Background: an optimization exercise with open tools, aiming at small area and a short achievable clock period. Do not read the settings as production practice. Where RTL was checked, it was by simulation tests only, not by an equivalence proof against the original. Power is estimated from default activity; no workload was simulated.

== the previous run ==
// ring_rx_check
module ring_rx_check (
    input  wire        clk,
    input  wire        rst,           
    input  wire        col_valid,     
    input  wire [39:0] col_code,      
    input  wire        los,           
    output reg         v_valid,       
    output reg  [3:0]  v_reason,      
    output reg  [9:0]  v_len,         
    output wire [95:0] v_hdr,         
    output reg  [15:0] cnt_good,
    output reg  [15:0] cnt_hcrc,
    output reg  [15:0] cnt_bad,
    output wire [63:0] cnt_cv         
);
Size: ~430 flip-flops.
Settings: LEC_CHECK=0, CAP_MARGIN=20, CORE_MARGIN=2, CORE_UTILIZATION=40, SLEW_MARGIN=20, SYNTH_MEMORY_MAX_BITS=16384; clock period 11.0 ns.
standard.sh (not shown) runs the stock make flow with config.mk's settings and CLKGATE_MAP_FILE= SYNTH_SCRIPT=/design/flow/synth_recipe.tcl, a recipe that flattens the netlist after the stock synthesis.
==> flow/flow/run.sh <==
#!/bin/bash
# Standard layout (the standard.sh, unchanged synthesis and steps), with
# repair_timing asked for a larger setup margin so that the paths with slack
# to spare at the design's period are optimised too.  Every step's log is
# kept by ORFS under orfs/logs; make's own output goes to make.log.
set -euo pipefail
bash standard.sh SETUP_SLACK_MARGIN=7.7 finish > make.log 2>&1
Inputs modified between the previous run and the current run:
--- a/flow/design.v
+++ b/flow/design.v
@@ -348,69 +348,63 @@
     localparam [3:0] R_ENDBAD    = 4'd7;
     localparam [3:0] R_CONTROL   = 4'd8;
     localparam [3:0] R_LANEFAULT = 4'd9;
     localparam [7:0] K27_7 = 8'hFB;
     localparam [7:0] K29_7 = 8'hFD;
     localparam [7:0] K30_7 = 8'hFE;
     localparam [31:0] CRC32_RESIDUE = 32'hDEBB20E3;
     integer i, b;
-    reg  [39:0] c1;
-    reg         v1, f1, r1;
-    always @(posedge clk) begin
-        c1 <= col_code;
-        v1 <= col_valid && !rst;
-        f1 <= los && !rst;
-        r1 <= rst;
-    end
     reg  [3:0]  rd;
     reg  [3:0]  rd_next;
     wire [31:0] dec_data;
     wire [3:0]  dec_k, dec_ok_m, dec_ok_p;
     genvar g;
     generate
         for (g = 0; g < 4; g = g + 1) begin : lane
             dec8b10b u_dec (
-                .code (c1[10*g +: 10]),
+                .code (col_code[10*g +: 10]),
                 .data (dec_data[8*g +: 8]),
                 .k    (dec_k[g]),
                 .ok_m (dec_ok_m[g]),
                 .ok_p (dec_ok_p[g])
             );
         end
     endgenerate
     localparam [63:0] SIX_POS  = 64'hFFE8E880E8808000;
     localparam [63:0] SIX_NEG  = 64'h00010117011717FF;
     localparam [15:0] FOUR_POS = 16'hF880;
     localparam [15:0] FOUR_NEG = 16'h011F;
     always @* begin
         for (i = 0; i < 4; i = i + 1)
-            rd_next[i] = FOUR_POS[c1[10*i+6 +: 4]] ||
-                         (!FOUR_NEG[c1[10*i+6 +: 4]] &&
-                          (SIX_POS[c1[10*i +: 6]] ||
-                           (!SIX_NEG[c1[10*i +: 6]] && rd[i])));
+            rd_next[i] = FOUR_POS[col_code[10*i+6 +: 4]] ||
+                         (!FOUR_NEG[col_code[10*i+6 +: 4]] &&
+                          (SIX_POS[col_code[10*i +: 6]] ||
+                           (!SIX_NEG[col_code[10*i +: 6]] && rd[i])));
     end
     always @(posedge clk) begin
-        if (r1)
+        if (rst)
             rd <= 4'b0000;
-        else if (v1)
+        else if (col_valid)
             rd <= rd_next;
     end
-    wire [3:0] dec_cv = (rd & ~dec_ok_p) | (~rd & ~dec_ok_m);
     reg  [31:0] d2;
-    reg  [3:0]  k2, cv2;
+    reg  [3:0]  k2, ok_m2, ok_p2, rd2;
     reg         v2, f2, r2;
     always @(posedge clk) begin
-        d2  <= dec_data;
-        k2  <= dec_k;
-        cv2 <= dec_cv;
-        v2  <= v1 && !rst;
-        f2  <= f1 && !rst;
-        r2  <= r1;
+        d2    <= dec_data;
+        k2    <= dec_k;
+        ok_m2 <= dec_ok_m;
+        ok_p2 <= dec_ok_p;
+        rd2   <= rd;
+        v2    <= col_valid && !rst;
+        f2    <= los && !rst;
+        r2    <= rst;
     end
+    wire [3:0] cv2 = (rd2 & ~ok_p2) | (~rd2 & ~ok_m2);
     reg [15:0] cv_cnt [0:3];
     always @(posedge clk) begin
         for (i = 0; i < 4; i = i + 1)
             if (rst)
                 cv_cnt[i] <= 16'd0;
             else if (v2 && cv2[i] && cv_cnt[i] != 16'hFFFF)
                 cv_cnt[i] <= cv_cnt[i] + 16'd1;
     end
@@ -480,36 +474,35 @@
             end
     end
     reg [1:0]  hpos;
     reg [31:0] crc32;
     reg [15:0] crc16;    
     reg [79:0] hdr;      
     wire [31:0] crc32_next;
     crc32_x32 u_crc32 (.t(crc32 ^ d2), .o(crc32_next));
+    wire [15:0] crc16_base = hpos == 2'd0 ? 16'hFFFF : crc16;
     wire [15:0] crc16_half, crc16_col;
-    crc16_x16 u_crc16_half (.t(crc16 ^ {d2[7:0], d2[15:8]}), .o(crc16_half));
+    crc16_x16 u_crc16_half (.t(crc16_base ^ {d2[7:0], d2[15:8]}), .o(crc16_half));
     crc16_x16 u_crc16_col  (.t(crc16_half ^ {d2[23:16], d2[31:24]}), .o(crc16_col));
     always @(posedge clk) begin
         if (r2)
             hpos <= 2'd3;
         else if (v2) begin
             if (start2)
                 hpos <= 2'd0;
             else if (hpos != 2'd3)
                 hpos <= hpos + 2'd1;
         end
         if (v2) begin
             if (start2)
                 crc32 <= 32'hFFFFFFFF;
             else
                 crc32 <= crc32_next;
         end
-        if (v2 && start2)
-            crc16 <= 16'hFFFF;
         if (v2 && !start2) begin
             if (hpos == 2'd0) begin
                 hdr[31:0] <= d2;
                 crc16     <= crc16_col;
             end
             if (hpos == 2'd1) begin
                 hdr[63:32] <= d2;
                 crc16      <= crc16_col;
@@ -521,19 +514,16 @@
         end
     end
     assign v_hdr = {crc16, hdr};
     wire       crc_ok  = crc32 == CRC32_RESIDUE;
     wire       hcrc_ok = crc16_half == d2[31:16];
     reg        in_frame;
     reg        skip;         
     reg [7:0]  ncol;         
-    always @(posedge clk)
-        if (v2)
-            ncol <= start2 ? 8'd0 : ncol + 8'd1;
     wire [7:0] lmax_col = hdr[7] ^ hdr[6] ? 8'd132 : 8'd20;
     wire       ll_bad   = hdr[23] && (hdr[7:6] != 2'b11 || hdr[14:8] != 7'h7F);
     wire       too_long = ncol == lmax_col && !(any_nd && first == 2'd0);
     wire       hdr_bad  = ncol == 8'd2 && (!hcrc_ok || ll_bad);
     reg [3:0]  reason;
     reg [9:0]  len;
     always @* begin
         len = {ncol, 2'b00};
@@ -581,20 +571,23 @@
                 if (end_seen)
                     skip <= 1'b0;
             end else if (v2) begin
                 if (in_frame) begin
                     if (too_long || any_nd || hdr_bad) begin
                         v_valid  <= 1'b1;
                         in_frame <= 1'b0;
                         skip     <= too_long ? !end_seen : !any_nd && !hcrc_ok;
-                    end
+                    end else
+                        ncol <= ncol + 8'd1;
                 end
-                if (start2)
+                if (start2) begin
                     in_frame <= 1'b1;
+                    ncol     <= 8'd0;
+                end
             end
         end
     end
     always @(posedge clk) begin
         if (rst) begin
             cnt_good <= 16'd0;
             cnt_hcrc <= 16'd0;
             cnt_bad  <= 16'd0;
==> comparison <==
The previous run → the current run: async set-or-reset flop fraction in the synthesized netlist shows no meaningful change, overall die height went down about 1%, number of nets in the layout now sits higher, final design area excluding fillers moved up, switching power total now sits lower. In the flow results for the previous run and the current run, the worst setup slack for register-to-register paths is smaller on the current run. The current run ended up with a lower die area than the previous run did. The non-clock inverter count in the final layout number comes out higher for the current run vs the previous run. The current run vs. the previous run: wire length after detailed routing now smaller, hold slack decreased 0.0073 ns. Transition time at the pin with the least slew margin essentially unchanged between the previous run and the current run.
No functional check of the RTL was part of the current run.

re-timing with driven ports:
The flow's constraints put no driver on any port. The routed layouts listed below were extracted and timed again, unchanged, in two steps.
Step 1, drivers: a clkbuf_16 drives clk and a buf_2 each remaining input, both assumed.
Step 2 moves the port delays by t, midway between the first and last clock arrival at a register: inputs arrive t later, outputs are due t later. That takes back most of the time a late clock gives input paths.
a / b / c = ideal ports / drivers / drivers and shift; a / b = the first two.
| run | shift t [ns] | setup slack, ns | hold slack, ns | worst setup path at the end |
|---|---|---|---|---|
| the previous run | 0.665 | 7.495 / 7.437 / 7.280 | 0.437 / 0.437 / 0.437 | input to register |
| the current run | 0.641 | 7.380 / 7.379 / 6.737 | 0.430 / 0.430 / 0.430 | input to register |
After both steps setup and hold are still met in every run listed. The setup slack of the current run, which loses most, moves by -0.001 ns with the drivers and by -0.643 ns with both steps.
